This is an optimization exercise on Yosys and OpenROAD, whose aim is small area, a short achievable clock period and few clock cycles per item, not a production implementation.
Only simulation tests tie the RTL to the original design; equivalence was not proved.
Power figures rest on the tool's default switching activity, not on a simulated workload.

==> run a <==
==> flow/design.v (excerpt) <==
module recon_chain (
    input  wire         clk,
    input  wire         rst,           
    input  wire [17:0]  ped_hg,        
    input  wire [17:0]  ped_lg,
    input  wire [11:0]  dped_hg,       
    input  wire [11:0]  dped_lg,
    input  wire [15:0]  gr,            
    input  wire [13:0]  swcode,        
    input  wire [19:0]  tmin,          
    input  wire [143:0] a_taps,        
    input  wire [143:0] b_taps,        
    input  wire         in_valid,
    output wire         in_ready,
    input  wire [13:0]  in_hg,
    input  wire [13:0]  in_lg,
    output wire         out_valid,
    input  wire         out_ready,
    output wire [31:0]  out_record,
    output wire         out_tclip
);
export LEC_CHECK = 0
export ABC_CLOCK_PERIOD_IN_PS = 4000
export CAP_MARGIN = 20
export CORE_MARGIN = 2
export CORE_UTILIZATION = 40
export PLACE_DENSITY = 0.6
export SLEW_MARGIN = 20
create_clock -name core_clock -period 14.0 [get_ports {clk}]
standard.sh (not shown) runs the stock make flow with config.mk's settings and CLKGATE_MAP_FILE= SYNTH_SCRIPT=/design/flow/synth_recipe.tcl, a recipe that flattens the netlist after the stock synthesis.
==> flow/flow/run.sh <==
#!/bin/bash
# Own flow: the standard layout (standard.sh) with two changes.
# 1. Synthesis skips the generic "abc -fast" pass inside Yosys's
#    "synth -run fine:". That pass re-derives the carry-save trees' gates
#    before extract_fa, which then maps many full adders with inverted
#    inputs or outputs and leaves an inverter between adders. The rest of
#    the synthesis script (its -nofsm -noshare, flatten and rename) is
#    the standard flow's synth_recipe.tcl unchanged, so the registers are the same.
# 2. From clock tree synthesis on, ORFS's repair_timing aims at a setup
#    slack of SETUP_MARGIN (below) instead of 0, so that the layout is sized
#    and buffered for a shorter achieved period. The clock period and the
#    constraints are the standard flow's (constraint.sdc, config.mk) unchanged.
# Each step's full output goes to a log of its own here; ORFS's own logs
# are under orfs/logs.
set -euo pipefail
W=$(pwd)
SETUP_MARGIN=9.2
{
  echo 'proc synth {args} { if {[lsearch -exact $args fine:] >= 0} { yosys synth -nofsm -noshare -noabc {*}$args } else { yosys synth -nofsm -noshare {*}$args } }'
  tail -n +2 "$W/synth_recipe.tcl"
} > "$W/own_synth.tcl"
sed "s#SYNTH_SCRIPT=[^ ]*synth_recipe.tcl#SYNTH_SCRIPT=$W/own_synth.tcl#" "$W/standard.sh" > "$W/own_standard.sh"
grep -q "own_synth.tcl" "$W/own_standard.sh"
bash "$W/own_standard.sh" synth > "$W/log_1_synth.txt" 2>&1
bash "$W/own_standard.sh" place > "$W/log_2_place.txt" 2>&1
SETUP_SLACK_MARGIN=$SETUP_MARGIN bash "$W/own_standard.sh" finish > "$W/log_3_cts_route_finish.txt" 2>&1
==> run b (differences from run a) <==
--- a/flow/flow/run.sh
+++ b/flow/flow/run.sh
@@ -14,7 +14,7 @@
 # are under orfs/logs.
 set -euo pipefail
 W=$(pwd)
-SETUP_MARGIN=9.2
+SETUP_MARGIN=9.0
 {
   echo 'proc synth {args} { if {[lsearch -exact $args fine:] >= 0} { yosys synth -nofsm -noshare -noabc {*}$args } else { yosys synth -nofsm -noshare {*}$args } }'
   tail -n +2 "$W/synth_recipe.tcl"
- ABC_AREA: not set -> 1
- ABC_CLOCK_PERIOD_IN_PS: 4000 -> not set
- CORE_UTILIZATION: 40 -> 48
- PLACE_DENSITY: 0.6 -> 0.62
==> summary.txt <==
Cell count: run b is higher than run a (about 1.7%). Of run b and run a, run b has the higher core utilization (gap 9.0 points). In run b the via count is higher than in run a, by about 11%. Clock skew: run a is higher than run b (0.0023 ns). In run a the combinational power is lower than in run b, by 15%. Clock power: run b is smaller than run a (about 2%). Run b finished with antenna violations left. Run a went through all stages and came out clean. Of run a and run b, run a has the higher count of clock-buffer cells in the layout (gap 40).
==> figures <==
| metric | run b | run a |
|---|---|---|
| Outcome | failed layout checks | complete, no violations |
| Violated checks | antenna violations | - |
| Routed length per instance | 41.21 um | 35.01 um |
| Number of antenna-violating nets in the routed design | 1 | 0 |
| Commonest non-fill, non-tap cell in the layout | sky130_fd_sc_hd__a21oi_1 | sky130_fd_sc_hd__fa_1 |
| Starting utilization of the core area | 48.29% | 40.17% |
| Detailed-route via count | 222,400 | 200,000 |
| Share of total power in sequential cells | 18.2% | 19.1% |
| Dpl hpwl | 973,700 um | 743,700 um |
| Post-Route Utilization | 53.68% | 44.69% |
| Global-route wire length before repair | 1,731,000 um | 1,480,000 um |
| Placed Area | 233,900 um2 | 250,700 um2 |
| CP Data Required Time | 14.86 ns | 14.88 ns |
| Critical Path Source | w[4][12] | w[4][11] |
| Worst endpoint data arrival time | 6.10 ns | 5.81 ns |
| Headroom to the max-slew limit | 16.66% | 14.28% |
| Power consumed by the clock network | 8.45 mW | 8.64 mW |
Testbench counts of run a, summed over its fixed seeds: cycles 1,360, items 1,280.
Testbench counts of run b, summed over its fixed seeds: cycles 1,360, items 1,280.

==> re-timing with driven ports <==
How much do the figures lean on ideal ports? The routed layouts below were timed once more, with nothing changed but the port constraints. Step 1 assumes that a clkbuf_16 drives the clock port and a buf_2 every other input. Step 2 times the ports against the registers' clock, not the clock port: input delays grow and output delays shrink by t, the midpoint of the rising clock arrivals with the driver on. Three values: ideal, step 1, step 2; two values: the first two.
run | t (ns) | setup slack, ns | worst slew at a driven data input, ns
run a | 1.134 | 9.066 / 9.066 / 8.231 | 0.20
run b | 1.142 | 8.762 / 8.762 / 8.373 | 0.21
The setup slack of run a, which loses most, moves by 0.000 ns with the drivers and by -0.835 ns with both steps.
